What follows belongs to an exercise in optimizing a design on an open flow for small area, a short achievable clock period and few clock cycles per item; a production flow would make more cautious choices. At most, simulation tests tie the RTL to the original design; equivalence was not proved. For run 2, only the layout was checked, not whether the RTL still works.

File: design/flow/run.sh
#!/bin/bash
# synth_recipe.tcl (not shown) runs the flow's synth.tcl, then flattens the netlist and writes it again
# the make line also repeats each setting of config.mk as NAME=value (left out here)
make -C /OpenROAD-flow-scripts/flow DESIGN_CONFIG=/design/flow/config.mk WORK_HOME=/design/flow/orfs CLKGATE_MAP_FILE= SYNTH_SCRIPT=/design/flow/synth_recipe.tcl finish
File: design/flow/config.mk
export PLATFORM = sky130hd
export DESIGN_NAME = aes_core
export DESIGN_NICKNAME = aes_core
export VERILOG_FILES = /design/flow/design.v
export SDC_FILE = /design/flow/constraint.sdc
export NUM_CORES = 8
export LEC_CHECK = 0
export ABC_AREA = 1
export CAP_MARGIN = 20
export CORE_MARGIN = 2
export CORE_UTILIZATION = 25
export SLEW_MARGIN = 20
File: design/flow/constraint.sdc
create_clock -name core_clock -period 10.0 [get_ports {clk}]
set_input_delay 2.0000 -clock core_clock [delete_from_list [all_inputs] [get_ports {clk}]]
set_output_delay 2.0000 -clock core_clock [all_outputs]
set_load 0.01 [all_outputs]
File: design/flow/design.v
module aes_sbox (
    input  wire [7:0] in,
    output reg  [7:0] out
);
    always @(*) begin
        case (in)
            8'h00: out = 8'h63;
            8'h01: out = 8'h7c;
            8'h02: out = 8'h77;
            8'h03: out = 8'h7b;
            8'h04: out = 8'hf2;
            8'h05: out = 8'h6b;
            8'h06: out = 8'h6f;
            8'h07: out = 8'hc5;
            8'h08: out = 8'h30;
            8'h09: out = 8'h01;
            8'h0a: out = 8'h67;
            8'h0b: out = 8'h2b;
            8'h0c: out = 8'hfe;
            8'h0d: out = 8'hd7;
            8'h0e: out = 8'hab;
            8'h0f: out = 8'h76;
            8'h10: out = 8'hca;
            8'h11: out = 8'h82;
            8'h12: out = 8'hc9;
            8'h13: out = 8'h7d;
            8'h14: out = 8'hfa;
            8'h15: out = 8'h59;
            8'h16: out = 8'h47;
            8'h17: out = 8'hf0;
            8'h18: out = 8'had;
            8'h19: out = 8'hd4;
            8'h1a: out = 8'ha2;
            8'h1b: out = 8'haf;
            8'h1c: out = 8'h9c;
            8'h1d: out = 8'ha4;
            8'h1e: out = 8'h72;
            8'h1f: out = 8'hc0;
            8'h20: out = 8'hb7;
            8'h21: out = 8'hfd;
            8'h22: out = 8'h93;
            8'h23: out = 8'h26;
            8'h24: out = 8'h36;
            8'h25: out = 8'h3f;
            8'h26: out = 8'hf7;
            8'h27: out = 8'hcc;
            8'h28: out = 8'h34;
            8'h29: out = 8'ha5;
            8'h2a: out = 8'he5;
            8'h2b: out = 8'hf1;
            8'h2c: out = 8'h71;
            8'h2d: out = 8'hd8;
            8'h2e: out = 8'h31;
            8'h2f: out = 8'h15;
            8'h30: out = 8'h04;
            8'h31: out = 8'hc7;
            8'h32: out = 8'h23;
            8'h33: out = 8'hc3;
            8'h34: out = 8'h18;
            8'h35: out = 8'h96;
            8'h36: out = 8'h05;
            8'h37: out = 8'h9a;
            8'h38: out = 8'h07;
            8'h39: out = 8'h12;
            8'h3a: out = 8'h80;
            8'h3b: out = 8'he2;
            8'h3c: out = 8'heb;
            8'h3d: out = 8'h27;
            8'h3e: out = 8'hb2;
            8'h3f: out = 8'h75;
            8'h40: out = 8'h09;
            8'h41: out = 8'h83;
            8'h42: out = 8'h2c;
            8'h43: out = 8'h1a;
            8'h44: out = 8'h1b;
            8'h45: out = 8'h6e;
            8'h46: out = 8'h5a;
            8'h47: out = 8'ha0;
            8'h48: out = 8'h52;
            8'h49: out = 8'h3b;
            8'h4a: out = 8'hd6;
            8'h4b: out = 8'hb3;
            8'h4c: out = 8'h29;
            8'h4d: out = 8'he3;
            8'h4e: out = 8'h2f;
            8'h4f: out = 8'h84;
            8'h50: out = 8'h53;
            8'h51: out = 8'hd1;
            8'h52: out = 8'h00;
            8'h53: out = 8'hed;
            8'h54: out = 8'h20;
            8'h55: out = 8'hfc;
            8'h56: out = 8'hb1;
            8'h57: out = 8'h5b;
            8'h58: out = 8'h6a;
            8'h59: out = 8'hcb;
            8'h5a: out = 8'hbe;
            8'h5b: out = 8'h39;
            8'h5c: out = 8'h4a;
            8'h5d: out = 8'h4c;
            8'h5e: out = 8'h58;
            8'h5f: out = 8'hcf;
            8'h60: out = 8'hd0;
            8'h61: out = 8'hef;
            8'h62: out = 8'haa;
            8'h63: out = 8'hfb;
            8'h64: out = 8'h43;
            8'h65: out = 8'h4d;
            8'h66: out = 8'h33;
            8'h67: out = 8'h85;
            8'h68: out = 8'h45;
            8'h69: out = 8'hf9;
            8'h6a: out = 8'h02;
            8'h6b: out = 8'h7f;
            8'h6c: out = 8'h50;
            8'h6d: out = 8'h3c;
            8'h6e: out = 8'h9f;
            8'h6f: out = 8'ha8;
            8'h70: out = 8'h51;
            8'h71: out = 8'ha3;
            8'h72: out = 8'h40;
            8'h73: out = 8'h8f;
            8'h74: out = 8'h92;
            8'h75: out = 8'h9d;
            8'h76: out = 8'h38;
            8'h77: out = 8'hf5;
            8'h78: out = 8'hbc;
            8'h79: out = 8'hb6;
            8'h7a: out = 8'hda;
            8'h7b: out = 8'h21;
            8'h7c: out = 8'h10;
            8'h7d: out = 8'hff;
            8'h7e: out = 8'hf3;
            8'h7f: out = 8'hd2;
            8'h80: out = 8'hcd;
            8'h81: out = 8'h0c;
            8'h82: out = 8'h13;
            8'h83: out = 8'hec;
            8'h84: out = 8'h5f;
            8'h85: out = 8'h97;
            8'h86: out = 8'h44;
            8'h87: out = 8'h17;
            8'h88: out = 8'hc4;
            8'h89: out = 8'ha7;
            8'h8a: out = 8'h7e;
            8'h8b: out = 8'h3d;
            8'h8c: out = 8'h64;
            8'h8d: out = 8'h5d;
            8'h8e: out = 8'h19;
            8'h8f: out = 8'h73;
            8'h90: out = 8'h60;
            8'h91: out = 8'h81;
            8'h92: out = 8'h4f;
            8'h93: out = 8'hdc;
            8'h94: out = 8'h22;
            8'h95: out = 8'h2a;
            8'h96: out = 8'h90;
            8'h97: out = 8'h88;
            8'h98: out = 8'h46;
            8'h99: out = 8'hee;
            8'h9a: out = 8'hb8;
            8'h9b: out = 8'h14;
            8'h9c: out = 8'hde;
            8'h9d: out = 8'h5e;
            8'h9e: out = 8'h0b;
            8'h9f: out = 8'hdb;
            8'ha0: out = 8'he0;
            8'ha1: out = 8'h32;
            8'ha2: out = 8'h3a;
            8'ha3: out = 8'h0a;
            8'ha4: out = 8'h49;
            8'ha5: out = 8'h06;
            8'ha6: out = 8'h24;
            8'ha7: out = 8'h5c;
            8'ha8: out = 8'hc2;
            8'ha9: out = 8'hd3;
            8'haa: out = 8'hac;
            8'hab: out = 8'h62;
            8'hac: out = 8'h91;
            8'had: out = 8'h95;
            8'hae: out = 8'he4;
            8'haf: out = 8'h79;
            8'hb0: out = 8'he7;
            8'hb1: out = 8'hc8;
            8'hb2: out = 8'h37;
            8'hb3: out = 8'h6d;
            8'hb4: out = 8'h8d;
            8'hb5: out = 8'hd5;
            8'hb6: out = 8'h4e;
            8'hb7: out = 8'ha9;
            8'hb8: out = 8'h6c;
            8'hb9: out = 8'h56;
            8'hba: out = 8'hf4;
            8'hbb: out = 8'hea;
            8'hbc: out = 8'h65;
            8'hbd: out = 8'h7a;
            8'hbe: out = 8'hae;
            8'hbf: out = 8'h08;
            8'hc0: out = 8'hba;
            8'hc1: out = 8'h78;
            8'hc2: out = 8'h25;
            8'hc3: out = 8'h2e;
            8'hc4: out = 8'h1c;
            8'hc5: out = 8'ha6;
            8'hc6: out = 8'hb4;
            8'hc7: out = 8'hc6;
            8'hc8: out = 8'he8;
            8'hc9: out = 8'hdd;
            8'hca: out = 8'h74;
            8'hcb: out = 8'h1f;
            8'hcc: out = 8'h4b;
            8'hcd: out = 8'hbd;
            8'hce: out = 8'h8b;
            8'hcf: out = 8'h8a;
            8'hd0: out = 8'h70;
            8'hd1: out = 8'h3e;
            8'hd2: out = 8'hb5;
            8'hd3: out = 8'h66;
            8'hd4: out = 8'h48;
            8'hd5: out = 8'h03;
            8'hd6: out = 8'hf6;
            8'hd7: out = 8'h0e;
            8'hd8: out = 8'h61;
            8'hd9: out = 8'h35;
            8'hda: out = 8'h57;
            8'hdb: out = 8'hb9;
            8'hdc: out = 8'h86;
            8'hdd: out = 8'hc1;
            8'hde: out = 8'h1d;
            8'hdf: out = 8'h9e;
            8'he0: out = 8'he1;
            8'he1: out = 8'hf8;
            8'he2: out = 8'h98;
            8'he3: out = 8'h11;
            8'he4: out = 8'h69;
            8'he5: out = 8'hd9;
            8'he6: out = 8'h8e;
            8'he7: out = 8'h94;
            8'he8: out = 8'h9b;
            8'he9: out = 8'h1e;
            8'hea: out = 8'h87;
            8'heb: out = 8'he9;
            8'hec: out = 8'hce;
            8'hed: out = 8'h55;
            8'hee: out = 8'h28;
            8'hef: out = 8'hdf;
            8'hf0: out = 8'h8c;
            8'hf1: out = 8'ha1;
            8'hf2: out = 8'h89;
            8'hf3: out = 8'h0d;
            8'hf4: out = 8'hbf;
            8'hf5: out = 8'he6;
            8'hf6: out = 8'h42;
            8'hf7: out = 8'h68;
            8'hf8: out = 8'h41;
            8'hf9: out = 8'h99;
            8'hfa: out = 8'h2d;
            8'hfb: out = 8'h0f;
            8'hfc: out = 8'hb0;
            8'hfd: out = 8'h54;
            8'hfe: out = 8'hbb;
            8'hff: out = 8'h16;
            default: out = 8'h00;
        endcase
    end
endmodule
module aes_core (
    input  wire         clk,
    input  wire         rst,         
    input  wire         in_valid,
    output wire         in_ready,
    input  wire         in_key256,   
    input  wire [255:0] in_key,
    input  wire [127:0] in_block,
    output reg          out_valid,
    output wire [127:0] out_block
);
    reg         busy;
    reg         k256;
    reg  [3:0]  round;     
    reg  [127:0] state;
    reg  [255:0] kreg;     
    reg  [7:0]  rcon;
    assign in_ready  = !busy;
    assign out_block = state;
    wire accept = in_valid && in_ready;
    wire [127:0] sb;
    genvar i;
    generate
        for (i = 0; i < 16; i = i + 1) begin : g_sub
            aes_sbox u_sbox (.in(state[127-8*i -: 8]), .out(sb[127-8*i -: 8]));
        end
    endgenerate
    wire [127:0] sr;
    genvar r, c;
    generate
        for (c = 0; c < 4; c = c + 1) begin : g_col
            for (r = 0; r < 4; r = r + 1) begin : g_row
                assign sr[127-8*(r+4*c) -: 8] = sb[127-8*(r+4*((c+r)%4)) -: 8];
            end
        end
    endgenerate
    function [7:0] xtime(input [7:0] b);
        xtime = {b[6:0], 1'b0} ^ (b[7] ? 8'h1b : 8'h00);
    endfunction
    function [31:0] mix_column(input [31:0] col);
        reg [7:0] a0, a1, a2, a3;
        begin
            a0 = col[31:24]; a1 = col[23:16]; a2 = col[15:8]; a3 = col[7:0];
            mix_column[31:24] = xtime(a0) ^ (xtime(a1) ^ a1) ^ a2 ^ a3;
            mix_column[23:16] = a0 ^ xtime(a1) ^ (xtime(a2) ^ a2) ^ a3;
            mix_column[15:8]  = a0 ^ a1 ^ xtime(a2) ^ (xtime(a3) ^ a3);
            mix_column[7:0]   = (xtime(a0) ^ a0) ^ a1 ^ a2 ^ xtime(a3);
        end
    endfunction
    wire [127:0] mc = {mix_column(sr[127:96]), mix_column(sr[95:64]),
                       mix_column(sr[63:32]),  mix_column(sr[31:0])};
    wire [127:0] k_old = kreg[255:128];
    wire [127:0] k_new = kreg[127:0];
    wire         rot   = !k256 || !round[0];    
    wire [31:0] t_src = rot ? {k_new[23:0], k_new[31:24]} : k_new[31:0];
    wire [31:0] t_sub;
    generate
        for (i = 0; i < 4; i = i + 1) begin : g_ksub
            aes_sbox u_sbox (.in(t_src[31-8*i -: 8]), .out(t_sub[31-8*i -: 8]));
        end
    endgenerate
    wire [31:0] t = t_sub ^ (rot ? {rcon, 24'h0} : 32'h0);
    wire [31:0] n0 = k_old[127:96] ^ t;
    wire [31:0] n1 = k_old[95:64]  ^ n0;
    wire [31:0] n2 = k_old[63:32]  ^ n1;
    wire [31:0] n3 = k_old[31:0]   ^ n2;
    wire [127:0] expanded = {n0, n1, n2, n3};
    wire         first256 = k256 && (round == 4'd1);
    wire [127:0] rk       = first256 ? k_new : expanded;
    wire         last     = round == (k256 ? 4'd14 : 4'd10);
    always @(posedge clk) begin
        if (rst) begin
            busy      <= 1'b0;
            out_valid <= 1'b0;
        end else begin
            out_valid <= busy && last;
            if (accept)
                busy <= 1'b1;
            else if (busy && last)
                busy <= 1'b0;
        end
    end
    always @(posedge clk) begin
        if (accept) begin
            k256  <= in_key256;
            round <= 4'd1;
            rcon  <= 8'h01;
            state <= in_block ^ in_key[255:128];
            kreg  <= in_key256 ? in_key : {in_key[255:128], in_key[255:128]};
        end else if (busy) begin
            round <= round + 4'd1;
            state <= (last ? sr : mc) ^ rk;
            if (!k256)
                kreg <= {rk, rk};
            else if (!first256)
                kreg <= {k_new, rk};
            if (rot && !first256)
                rcon <= xtime(rcon);
        end
    end
endmodule
==> run notes, run 1 <==
# TYPE chip_impl_metric gauge
chip_impl_info{name="run_status",value="finished clean"} 1
chip_impl_metric{name="final_min_period_over_clock_period",unit=""} 0.794
chip_impl_metric{name="worstMarginPinSlew",unit="ns"} 1.31
chip_impl_info{name="rsz0062_at_grt",value="false"} 1
chip_impl_metric{name="fill_cells",unit=""} 43015
chip_impl_info{name="crit_path_start",value="k256"} 1
chip_impl_metric{name="nets",unit=""} 17213
chip_impl_metric{name="routed_wirelength",unit="mm"} 637
chip_impl_metric{name="placementRows",unit=""} 224
chip_impl_metric{name="die_height",unit="µm"} 615
chip_impl_metric{name="ant_nets",unit=""} 0
chip_impl_metric{name="syn-num-nets",unit=""} 17460
chip_impl_metric{name="cts.repair.resized",unit=""} 0
chip_impl_info{name="crit_path_frequent_cell",value="sky130_fd_sc_hd__nand3_1"} 1
chip_impl_metric{name="grt_use_total",unit=""} 0.319
chip_impl_metric{name="cts_buffers",unit=""} 76
chip_impl_metric{name="path_clk_slew",unit="ns"} 0.06
chip_impl_info{name="yosysTopAreaCell",value="sky130_fd_sc_hd__nand3_1"} 1
chip_impl_metric{name="area_enclosed_by_the_die_boundary",unit="µm²"} 379000
chip_impl_metric{name="ys_ff_latch",unit=""} 527
chip_impl_metric{name="drt-vias-per-instance",unit=""} 5.93
chip_impl_metric{name="setup_tns",unit="ns"} 0
chip_impl_metric{name="first_pass_grt_wire_length",unit="mm"} 891
chip_impl_metric{name="area_delta_synth_final",unit="%"} 12.4
chip_impl_metric{name="maxCapViolCount",unit=""} 0
chip_impl_metric{name="routedWlPerCell",unit="µm"} 29.4
chip_impl_metric{name="maxSlewHeadroom",unit=""} 0.124
chip_impl_metric{name="drt_iter0_markers",unit=""} 23207
chip_impl_metric{name="skew_final",unit="ns"} 0.0622
chip_impl_metric{name="setup_viol",unit=""} 0
chip_impl_metric{name="dr_drc_count",unit=""} 0
chip_impl_metric{name="cpPeakStageDelay",unit="ns"} 0.70
chip_impl_info{name="start_kind",value="flop"} 1
chip_impl_metric{name="postCtsSetupBuffers",unit=""} 0
chip_impl_metric{name="post_synth.cell_area_avg",unit="µm²"} 5.55
chip_impl_metric{name="number_of_buffers_on_the_longest_clock_path",unit=""} 3
chip_impl_metric{name="arrival",unit="ns"} 8.49
chip_impl_metric{name="global_route_total_overflow",unit=""} 0
chip_impl_metric{name="die_w",unit="µm"} 615
chip_impl_metric{name="post_synth_inst_count",unit=""} 16834
chip_impl_info{name="criticalPathCategory",value="flop to flop"} 1
chip_impl_metric{name="number_of_enable_type_register_cells_in_the_synthesized_netlist",unit=""} 385
chip_impl_metric{name="synthDistinctLibCells",unit=""} 61
chip_impl_metric{name="h-tree-depth",unit=""} 3
chip_impl_info{name="synthTopCellsByArea",value="sky130_fd_sc_hd__nand3_1 25%, sky130_fd_sc_hd__nand2_1 19%, sky130_fd_sc_hd__edfxtp_1 12%, sky130_fd_sc_hd__o21ai_0 5.5%, sky130_fd_sc_hd__inv_1 4.4%"} 1
chip_impl_metric{name="routed-via-count",unit=""} 128492
chip_impl_info{name="worstSetupEndpointType",value="flop"} 1
chip_impl_metric{name="critPathRequiredTime",unit="ns"} 10.55
chip_impl_metric{name="initial_antenna_violation_count",unit=""} 42
chip_impl_info{name="critical_path.slowest_cell",value="sky130_fd_sc_hd__buf_4"} 1
chip_impl_metric{name="fmax",unit="MHz"} 126
chip_impl_metric{name="final_layout_size_suffix_gt1_frac",unit=""} 0.0532
chip_impl_metric{name="place_congestion",unit=""} 1.09
chip_impl_metric{name="number_of_sinks_driven_by_the_clock_tree",unit=""} 527
chip_impl_metric{name="finish.cell_count_without_fillers",unit=""} 21664
chip_impl_metric{name="initial_utilization",unit=""} 0.251
chip_impl_metric{name="number_of_hold_buffers_added_after_cts",unit=""} 0
chip_impl_metric{name="design.portCount",unit=""} 518
chip_impl_metric{name="first_pass_iters",unit=""} 14
chip_impl_info{name="cts.root.buffer_cell",value="sky130_fd_sc_hd__clkbuf_16"} 1
chip_impl_metric{name="yosysWarnings",unit=""} 2
chip_impl_metric{name="finalCriticalPeriod",unit="ns"} 7.94
chip_impl_metric{name="port_buffers",unit=""} 517
chip_impl_metric{name="path_max_fanout",unit=""} 83
chip_impl_metric{name="first_global_vias",unit=""} 116178
chip_impl_metric{name="grt_max_degree",unit=""} 144
chip_impl_metric{name="final_core_util",unit=""} 0.282
chip_impl_metric{name="finalHoldWorstSlack",unit="ns"} 0.485
chip_impl_metric{name="hpwlAfterDp",unit="mm"} 482
chip_impl_metric{name="synth_top_cell_area_share",unit=""} 0.252
chip_impl_info{name="min_from",value="rcon[4]"} 1
chip_impl_metric{name="placedCellCount",unit=""} 21481
chip_impl_info{name="min_path_type",value="flop to flop"} 1
chip_impl_info{name="timing.rr.start",value="k256"} 1
chip_impl_metric{name="report.final.slew_viol_count",unit=""} 0
chip_impl_metric{name="clk-insertion-delay-late",unit="ns"} 0.77
chip_impl_info{name="clock_tree_from_tritoncts",value="yes"} 1
chip_impl_metric{name="mappedNetlistArea",unit="µm²"} 93500
chip_impl_metric{name="hold_viol_final",unit=""} 0
chip_impl_metric{name="floorplan.core_area",unit="µm²"} 372000
chip_impl_info{name="synth_top_flop_cell",value="sky130_fd_sc_hd__edfxtp_1"} 1
chip_impl_metric{name="ys_seq_area_frac",unit=""} 0.154
chip_impl_metric{name="async_flop_share",unit=""} 0
## layer usage
layer,track usage,share of wire
met1,0.389,0.37
met2,0.480,0.42
met3,0.0668,0.11
met4,0.268,0.10
met5,0,0.00027
## worst max-delay path: cells and delay by family, from the launching register on
kind | cells | cell delay, ns
buffers and inverters | 3 | 1.23
AO/OA/AOI/OAI | 1 | 0.08
adder cells (fa/ha/maj) | 1 | 0.54
AND/OR/NAND/NOR | 24 | 5.31
flip-flops | 1 | 0.47
## metrics by stage
step                cell area, µm²  setup WS (ns)
finish                      105000           2.06
global route                105000           1.72
CTS                         105000           2.49
detailed placement          102000           2.50
global placement            102000           2.47
floorplan                    93500          0.681
## state kept, by name, summed over array words and instances (netlist names)
| register | count |
|---|---|
| round | 4 |
| g_sub.u_sbox.out | 128 |
| out_valid | 1 |
| k256 | 1 |
| kreg | 256 |
| state | 128 |
| rcon | 8 |
| busy | 1 |
## final cells by class
cell class	count	area [µm²]	area share
Tap cell	4972	6220	0.0592
Sequential cell	527	14400	0.137
Antenna cell	43	108	0.00102
Clock buffer	95	2010	0.0192
Timing Repair Buffer	807	7540	0.0717
Inverter	1176	4450	0.0423
Multi-Input combinational cell	13999	69800	0.664
Clock inverter	45	573	0.00545
## cell usage in the layout, fill, tap and decap left out, types with 73 or more instances in the layout
| cell type | count |
|---|---|
| sky130_fd_sc_hd__inv_1 | 1089 |
| sky130_fd_sc_hd__o21ai_1 | 119 |
| sky130_fd_sc_hd__a21oi_1 | 543 |
| sky130_fd_sc_hd__o211ai_1 | 294 |
| sky130_fd_sc_hd__or2_2 | 181 |
| sky130_fd_sc_hd__xnor2_1 | 258 |
| sky130_fd_sc_hd__a31oi_1 | 73 |
| sky130_fd_sc_hd__clkbuf_16 | 77 |
| sky130_fd_sc_hd__dfxtp_1 | 142 |
| sky130_fd_sc_hd__nand3_1 | 4701 |
| sky130_fd_sc_hd__nand4_1 | 106 |
| sky130_fd_sc_hd__clkdlybuf4s50_1 | 516 |
| sky130_fd_sc_hd__o21ai_0 | 1015 |
| sky130_fd_sc_hd__nand2_1 | 4794 |
| sky130_fd_sc_hd__nand2_2 | 87 |
| sky130_fd_sc_hd__ha_1 | 238 |
| sky130_fd_sc_hd__nor2_1 | 833 |
| sky130_fd_sc_hd__o22ai_1 | 111 |
| sky130_fd_sc_hd__edfxtp_1 | 385 |
| sky130_fd_sc_hd__xor2_1 | 301 |
| sky130_fd_sc_hd__buf_4 | 276 |
## kinds of logic after synthesis
| family | after synthesis | share of synthesized area |
|---|---|---|
| multiplexers | 2 | 0.000214 |
| AO/OA/AOI/OAI | 2375 | 0.146 |
| adder cells (fa/ha/maj) | 238 | 0.0319 |
| AND/OR/NAND/NOR | 10824 | 0.511 |
| flip-flops | 527 | 0.154 |
| buffers and inverters | 2308 | 0.105 |
| XOR/XNOR | 560 | 0.0525 |
## path summary, 6_finish.rpt
check / end / slack (ns) / cells past startpoint
max: g_sub[14].u_sbox.out[7] / 2.06 / 29
min: rcon[4] / 0.48 / 2
max reg2reg: g_sub[14].u_sbox.out[7] / 2.06 / 29
min reg2reg: rcon[4] / 0.48 / 2
## synth_stat cells, drive strengths merged (19+ instances only)
cell	instances
a21oi	545
a31oi	77
buf	695
clkbuf	437
dfxtp	142
edfxtp	385
ha	238
inv	1163
nand2	4886
nand3	4713
nand3b	37
nand4	107
nor2	861
nor3	21
o211ai	294
o21a	47
o21ai	1210
o221ai	21
o22ai	111
o31ai	19
or2	194
xnor2	259
xor2	301
Testbench counts, summed over its fixed seeds: cycles 29,328, blocks 2,400.
==> inputs of run 2 (changes only) <==
==> design/flow/design.v (replaced) <==
module aes_sbox (input wire [7:0] in, output wire [7:0] out);
    wire U0=in[7],U1=in[6],U2=in[5],U3=in[4],U4=in[3],U5=in[2],U6=in[1],U7=in[0];
    wire T1=U0^U3, T2=U0^U5, T3=U0^U6, T4=U3^U5, T5=U4^U6, T6=T1^T5, T7=U1^U2;
    wire T8=U7^T6, T9=U7^T7, T10=T6^T7, T11=U1^U5, T12=U2^U5, T13=T3^T4, T14=T6^T11;
    wire T15=T5^T11, T16=T5^T12, T17=T9^T16, T18=U3^U7, T19=T7^T18, T20=T1^T19;
    wire T21=U6^U7, T22=T7^T21, T23=T2^T22, T24=T2^T10, T25=T20^T17, T26=T3^T16, T27=T1^T12;
    wire D=U7;
    wire M1=T13&T6, M2=T23&T8, M3=T14^M1, M4=T19&D, M5=M4^M1, M6=T3&T16, M7=T22&T9;
    wire M8=T26^M6, M9=T20&T17, M10=M9^M6, M11=T1&T15, M12=T4&T27, M13=M12^M11;
    wire M14=T2&T10, M15=M14^M11, M16=M3^M2, M17=M5^T24, M18=M8^M7, M19=M10^M15;
    wire M20=M16^M13, M21=M17^M15, M22=M18^M13, M23=M19^T25, M24=M22^M23;
    wire M25=M22&M20, M26=M21^M25, M27=M20^M21, M28=M23^M25, M29=M28&M27, M30=M26&M24;
    wire M31=M20&M23, M32=M27&M31, M33=M27^M25, M34=M21&M22, M35=M24&M34, M36=M24^M25;
    wire M37=M21^M29, M38=M32^M33, M39=M23^M30, M40=M35^M36, M41=M38^M40, M42=M37^M39;
    wire M43=M37^M38, M44=M39^M40, M45=M42^M41;
    wire M46=M44&T6, M47=M40&T8, M48=M39&D, M49=M43&T16, M50=M38&T9, M51=M37&T17;
    wire M52=M42&T15, M53=M45&T27, M54=M41&T10, M55=M44&T13, M56=M40&T23, M57=M39&T19;
    wire M58=M43&T3, M59=M38&T22, M60=M37&T20, M61=M42&T1, M62=M45&T4, M63=M41&T2;
    wire L0=M61^M62, L1=M50^M56, L2=M46^M48, L3=M47^M55, L4=M54^M58, L5=M49^M61;
    wire L6=M62^L5, L7=M46^L3, L8=M51^M59, L9=M52^M53, L10=M53^L4, L11=M60^L2;
    wire L12=M48^M51, L13=M50^L0, L14=M52^M61, L15=M55^L1, L16=M56^L0, L17=M57^L1;
    wire L18=M58^L8, L19=M63^L4, L20=L0^L1, L21=L1^L7, L22=L3^L12, L23=L18^L2;
    wire L24=L15^L9, L25=L6^L10, L26=L7^L9, L27=L8^L10, L28=L11^L14, L29=L11^L17;
    assign out[7]=L6^L24;
    assign out[6]=~(L16^L26);
    assign out[5]=~(L19^L28);
    assign out[4]=L6^L21;
    assign out[3]=L20^L22;
    assign out[2]=L25^L29;
    assign out[1]=~(L13^L27);
    assign out[0]=~(L6^L23);
endmodule
module aes_core (
    input  wire         clk,
    input  wire         rst,         
    input  wire         in_valid,
    output wire         in_ready,
    input  wire         in_key256,   
    input  wire [255:0] in_key,
    input  wire [127:0] in_block,
    output reg          out_valid,
    output wire [127:0] out_block
);
    reg         busy;
    reg         k256;
    reg  [3:0]  round;     
    reg  [127:0] state;
    reg  [255:0] kreg;     
    reg  [7:0]  rcon;
    assign in_ready  = !busy;
    assign out_block = state;
    wire accept = in_valid && in_ready;
    wire [127:0] sb;
    genvar i;
    generate
        for (i = 0; i < 16; i = i + 1) begin : g_sub
            aes_sbox u_sbox (.in(state[127-8*i -: 8]), .out(sb[127-8*i -: 8]));
        end
    endgenerate
    wire [127:0] sr;
    genvar r, c;
    generate
        for (c = 0; c < 4; c = c + 1) begin : g_col
            for (r = 0; r < 4; r = r + 1) begin : g_row
                assign sr[127-8*(r+4*c) -: 8] = sb[127-8*(r+4*((c+r)%4)) -: 8];
            end
        end
    endgenerate
    function [7:0] xtime(input [7:0] b);
        xtime = {b[6:0], 1'b0} ^ (b[7] ? 8'h1b : 8'h00);
    endfunction
    function [31:0] mix_column(input [31:0] col);
        reg [7:0] a0, a1, a2, a3;
        begin
            a0 = col[31:24]; a1 = col[23:16]; a2 = col[15:8]; a3 = col[7:0];
            mix_column[31:24] = xtime(a0) ^ (xtime(a1) ^ a1) ^ a2 ^ a3;
            mix_column[23:16] = a0 ^ xtime(a1) ^ (xtime(a2) ^ a2) ^ a3;
            mix_column[15:8]  = a0 ^ a1 ^ xtime(a2) ^ (xtime(a3) ^ a3);
            mix_column[7:0]   = (xtime(a0) ^ a0) ^ a1 ^ a2 ^ xtime(a3);
        end
    endfunction
    wire [127:0] mc = {mix_column(sr[127:96]), mix_column(sr[95:64]),
                       mix_column(sr[63:32]),  mix_column(sr[31:0])};
    wire [127:0] k_old = kreg[255:128];
    wire [127:0] k_new = kreg[127:0];
    wire         rot   = !k256 || !round[0];    
    wire [31:0] t_src = rot ? {k_new[23:0], k_new[31:24]} : k_new[31:0];
    wire [31:0] t_sub;
    generate
        for (i = 0; i < 4; i = i + 1) begin : g_ksub
            aes_sbox u_sbox (.in(t_src[31-8*i -: 8]), .out(t_sub[31-8*i -: 8]));
        end
    endgenerate
    wire [31:0] t = t_sub ^ (rot ? {rcon, 24'h0} : 32'h0);
    wire [31:0] n0 = k_old[127:96] ^ t;
    wire [31:0] n1 = k_old[95:64]  ^ n0;
    wire [31:0] n2 = k_old[63:32]  ^ n1;
    wire [31:0] n3 = k_old[31:0]   ^ n2;
    wire [127:0] expanded = {n0, n1, n2, n3};
    wire         first256 = k256 && (round == 4'd1);
    wire [127:0] rk       = first256 ? k_new : expanded;
    wire         last     = round == (k256 ? 4'd14 : 4'd10);
    always @(posedge clk) begin
        if (rst) begin
            busy      <= 1'b0;
            out_valid <= 1'b0;
        end else begin
            out_valid <= busy && last;
            if (accept)
                busy <= 1'b1;
            else if (busy && last)
                busy <= 1'b0;
        end
    end
    always @(posedge clk) begin
        if (accept) begin
            k256  <= in_key256;
            round <= 4'd1;
            rcon  <= 8'h01;
            state <= in_block ^ in_key[255:128];
            kreg  <= in_key256 ? in_key : {in_key[255:128], in_key[255:128]};
        end else if (busy) begin
            round <= round + 4'd1;
            state <= (last ? sr : mc) ^ rk;
            if (!k256)
                kreg <= {rk, rk};
            else if (!first256)
                kreg <= {k_new, rk};
            if (rot && !first256)
                rcon <= xtime(rcon);
        end
    end
endmodule
==> run 2 against run 1 <==
Highest routed layer unchanged. Critical path depth is 3 higher. Worst setup slack better by 0.88 ns. First-iteration DRC count is 58% lower. Design area is 26% lower. Non-clock buffer count is 249 lower. Worst hold slack better by 0.0051 ns.
==> run notes, run 2 <==
# TYPE chip_impl_metric gauge
chip_impl_metric{name="area_delta_synth_final",unit="%"} 15.8
chip_impl_metric{name="final_min_period_over_clock_period",unit=""} 0.706
chip_impl_metric{name="maxSlewHeadroom",unit=""} 0.127
chip_impl_metric{name="ys_seq_area_frac",unit=""} 0.176
chip_impl_info{name="yosys.cell_count.top_type",value="sky130_fd_sc_hd__nand2_1"} 1
chip_impl_metric{name="dr_drc_count",unit=""} 0
chip_impl_metric{name="async_flop_share",unit=""} 0
chip_impl_metric{name="maxCapViolCount",unit=""} 0
chip_impl_info{name="rsz0062_at_grt",value="false"} 1
chip_impl_metric{name="post_synth.cell_area_avg",unit="µm²"} 5.45
chip_impl_metric{name="place_congestion",unit=""} 1.08
chip_impl_info{name="worstSetupEndpointType",value="flop"} 1
chip_impl_metric{name="drt_iter0_markers",unit=""} 9769
chip_impl_metric{name="global_route_total_overflow",unit=""} 0
chip_impl_metric{name="largest_reg_flops",unit=""} 256
chip_impl_metric{name="synthDistinctLibCells",unit=""} 54
chip_impl_metric{name="area_enclosed_by_the_die_boundary",unit="µm²"} 273000
chip_impl_metric{name="finish.cell_count_without_fillers",unit=""} 16303
chip_impl_metric{name="fill_cells",unit=""} 30314
chip_impl_info{name="synth_commonest_cells",value="5657 x sky130_fd_sc_hd__nand2_1, 1806 x sky130_fd_sc_hd__nand3_1, 1212 x sky130_fd_sc_hd__inv_1"} 1
chip_impl_metric{name="postCtsSetupBuffers",unit=""} 0
chip_impl_info{name="register_bank_with_the_most_flops",value="kreg"} 1
chip_impl_metric{name="h-tree-depth",unit=""} 2
chip_impl_metric{name="first_global_vias",unit=""} 72237
chip_impl_metric{name="clk-insertion-delay-late",unit="ns"} 0.73
chip_impl_metric{name="setup_tns",unit="ns"} 0
chip_impl_metric{name="critPathRequiredTime",unit="ns"} 10.44
chip_impl_metric{name="number_of_sinks_driven_by_the_clock_tree",unit=""} 399
chip_impl_metric{name="syn-num-nets",unit=""} 12768
chip_impl_metric{name="post_synth_inst_count",unit=""} 12337
chip_impl_metric{name="final_layout_size_suffix_gt1_frac",unit=""} 0.0413
chip_impl_metric{name="placedCellCount",unit=""} 16190
chip_impl_metric{name="floorplan.core_area",unit="µm²"} 268000
chip_impl_metric{name="cpPeakStageDelay",unit="ns"} 0.81
chip_impl_metric{name="die_w",unit="µm"} 523
chip_impl_metric{name="cts.repair.resized",unit=""} 0
chip_impl_metric{name="setup_viol",unit=""} 0
chip_impl_metric{name="die_height",unit="µm"} 523
chip_impl_metric{name="synth_top_cell_area_share",unit=""} 0.316
chip_impl_metric{name="path_clk_slew",unit="ns"} 0.06
chip_impl_metric{name="finalCriticalPeriod",unit="ns"} 7.06
chip_impl_metric{name="initial_antenna_violation_count",unit=""} 35
chip_impl_metric{name="yosysWarnings",unit=""} 1
chip_impl_metric{name="drt-vias-per-instance",unit=""} 5.03
chip_impl_metric{name="nets",unit=""} 13125
chip_impl_metric{name="placementRows",unit=""} 190
chip_impl_metric{name="routedWlPerCell",unit="µm"} 21.7
chip_impl_metric{name="fmax",unit="MHz"} 142
chip_impl_metric{name="mappedNetlistArea",unit="µm²"} 67200
chip_impl_metric{name="routed_wirelength",unit="mm"} 354
chip_impl_info{name="clock_tree_from_tritoncts",value="yes"} 1
chip_impl_info{name="most-common-layout-cells",value="5657 x sky130_fd_sc_hd__nand2_1, 1805 x sky130_fd_sc_hd__nand3_1, 1208 x sky130_fd_sc_hd__inv_1"} 1
chip_impl_metric{name="number_of_buffers_on_the_longest_clock_path",unit=""} 3
chip_impl_metric{name="arrival",unit="ns"} 7.51
chip_impl_metric{name="skew_final",unit="ns"} 0.0558
chip_impl_info{name="critical_path.slowest_cell",value="sky130_fd_sc_hd__o21ai_0"} 1
chip_impl_metric{name="report.final.slew_viol_count",unit=""} 0
chip_impl_metric{name="design.portCount",unit=""} 518
chip_impl_info{name="yosysTopAreaCell",value="sky130_fd_sc_hd__nand2_1"} 1
chip_impl_metric{name="path_max_fanout",unit=""} 92
chip_impl_info{name="synth_top_flop_cell",value="sky130_fd_sc_hd__edfxtp_1"} 1
chip_impl_metric{name="number_of_enable_type_register_cells_in_the_synthesized_netlist",unit=""} 385
chip_impl_metric{name="number_of_hold_buffers_added_after_cts",unit=""} 0
chip_impl_metric{name="worstMarginPinSlew",unit="ns"} 1.30
chip_impl_info{name="synthTopCellsByArea",value="sky130_fd_sc_hd__nand2_1 32%, sky130_fd_sc_hd__edfxtp_1 17%, sky130_fd_sc_hd__nand3_1 13%, sky130_fd_sc_hd__inv_1 6.8%, sky130_fd_sc_hd__xor2_1 5.3%"} 1
chip_impl_metric{name="grt_use_total",unit=""} 0.248
chip_impl_metric{name="hold_viol_final",unit=""} 0
chip_impl_info{name="run_status",value="finished clean"} 1
chip_impl_info{name="start_kind",value="flop"} 1
chip_impl_metric{name="ant_nets",unit=""} 0
chip_impl_metric{name="routed-via-count",unit=""} 82070
chip_impl_metric{name="hpwlAfterDp",unit="mm"} 294
chip_impl_metric{name="port_buffers",unit=""} 517
chip_impl_info{name="criticalPathCategory",value="flop to flop"} 1
chip_impl_info{name="mostFrequentLayoutCell",value="sky130_fd_sc_hd__nand2_1"} 1
chip_impl_info{name="min_path_type",value="flop to flop"} 1
chip_impl_info{name="crit_path_frequent_cell",value="sky130_fd_sc_hd__nand2_1"} 1
chip_impl_metric{name="first_pass_grt_wire_length",unit="mm"} 497
chip_impl_info{name="cts.root.buffer_cell",value="sky130_fd_sc_hd__clkbuf_16"} 1
chip_impl_metric{name="first_pass_iters",unit=""} 8
chip_impl_metric{name="grt_max_degree",unit=""} 150
chip_impl_metric{name="initial_utilization",unit=""} 0.251
chip_impl_metric{name="ys_ff_latch",unit=""} 399
chip_impl_metric{name="cts_buffers",unit=""} 54
run 2: cells by family (layout without fill, tap and decap cells):
kind of cell | after synthesis | in the layout | share of synthesized area
AO/OA/AOI/OAI | 1006 | 1006 | 0.0779
XOR/XNOR | 776 | 776 | 0.109
adder cells (fa/ha/maj) | 43 | 43 | 0.00800
buffers and inverters | 1528 | 1930 | 0.0918
flip-flops | 399 | 399 | 0.176
other | 0 | 12 | 0
AND/OR/NAND/NOR | 8585 | 8585 | 0.537
run 2: per-stage QoR:
step	hold slack, ns	area (µm²)	setup slack, ns	utilization
finish	0.490	77800	2.94	0.291
CTS	0.488	77800	3.18	0.291
detailed placement	0.479	75900	3.23	0.284
global route	0.513	77800	2.49	0.291
floorplan	0.454	67200	1.39	-
global placement	0.468	75900	3.17	0.283
run 2: layer usage:
metal / track usage / up-vias / part of all wire / wire length (µm)
met4: 0.210 / 30 / 0.10 / 35400
li1: - / 40206 / - / -
met1: 0.312 / 37231 / 0.40 / 143000
met5: 0 / - / 0.00059 / 209
met2: 0.362 / 3814 / 0.40 / 143000
met3: 0.0487 / 789 / 0.093 / 32900
run 2: worst max-delay path, delay by kind of cell (launching register included):
kind / cells / cell delay, ns
AO/OA/AOI/OAI: 1 / 0.81
buffers and inverters: 4 / 1.48
XOR/XNOR: 2 / 0.40
AND/OR/NAND/NOR: 24 / 3.29
adder cells (fa/ha/maj): 1 / 0.29
flip-flops: 1 / 0.49
run 2: final timing paths:
kind	startpoint	to	cells after the start	slack (ns)
hold reg to reg	rcon[5]	rcon[5]	2	0.49
setup reg to reg	k256	state[125]	32	2.94
hold / removal	rcon[5]	rcon[5]	2	0.49
setup / recovery	k256	state[125]	32	2.94
run 2: cell type report:
| type | count | area (µm²) | area share |
|---|---|---|---|
| Multi-Input combinational cell | 10410 | 49200 | 0.633 |
| Sequential cell | 399 | 11800 | 0.152 |
| Timing Repair Buffer | 558 | 5570 | 0.0715 |
| Inverter | 1271 | 4800 | 0.0617 |
| Tap cell | 3552 | 4440 | 0.0571 |
| Clock buffer | 63 | 1470 | 0.0189 |
| Clock inverter | 38 | 427 | 0.00548 |
| Antenna cell | 12 | 30.0 | 0.000386 |

[static timing again, ports no longer ideal]
No port has a modelled driver above. Below, the same layouts with a new extraction and two added sets of constraints.
Step 1 (the two cells are an assumption about what drives the block):
set clk [get_ports {clk}]
set_driving_cell -lib_cell sky130_fd_sc_hd__clkbuf_16 $clk
set_driving_cell -lib_cell sky130_fd_sc_hd__buf_2 [delete_from_list [all_inputs] $clk]
Step 2 also shifts input and output timing later by t, the mid clock arrival at the registers, as if the neighbouring blocks saw the same clock.
Three values: ideal ports, drivers, drivers and shift; two values: the first two.
| run | t, ns | setup slack, ns | hold WS [ns] | worst setup path after step 2 |
|---|---|---|---|---|
| run 1 | 0.853 | 2.061 / 2.061 / 1.892 | 0.485 / 0.485 / 0.485 | input to register |
| run 2 | 0.795 | 2.938 / 2.938 / 2.938 | 0.490 / 0.490 / 0.490 | register to register |
After both steps every run listed still meets setup and hold. The setup slack of run 1, which loses most, moves by 0.000 ns with the drivers and by -0.169 ns with both steps.
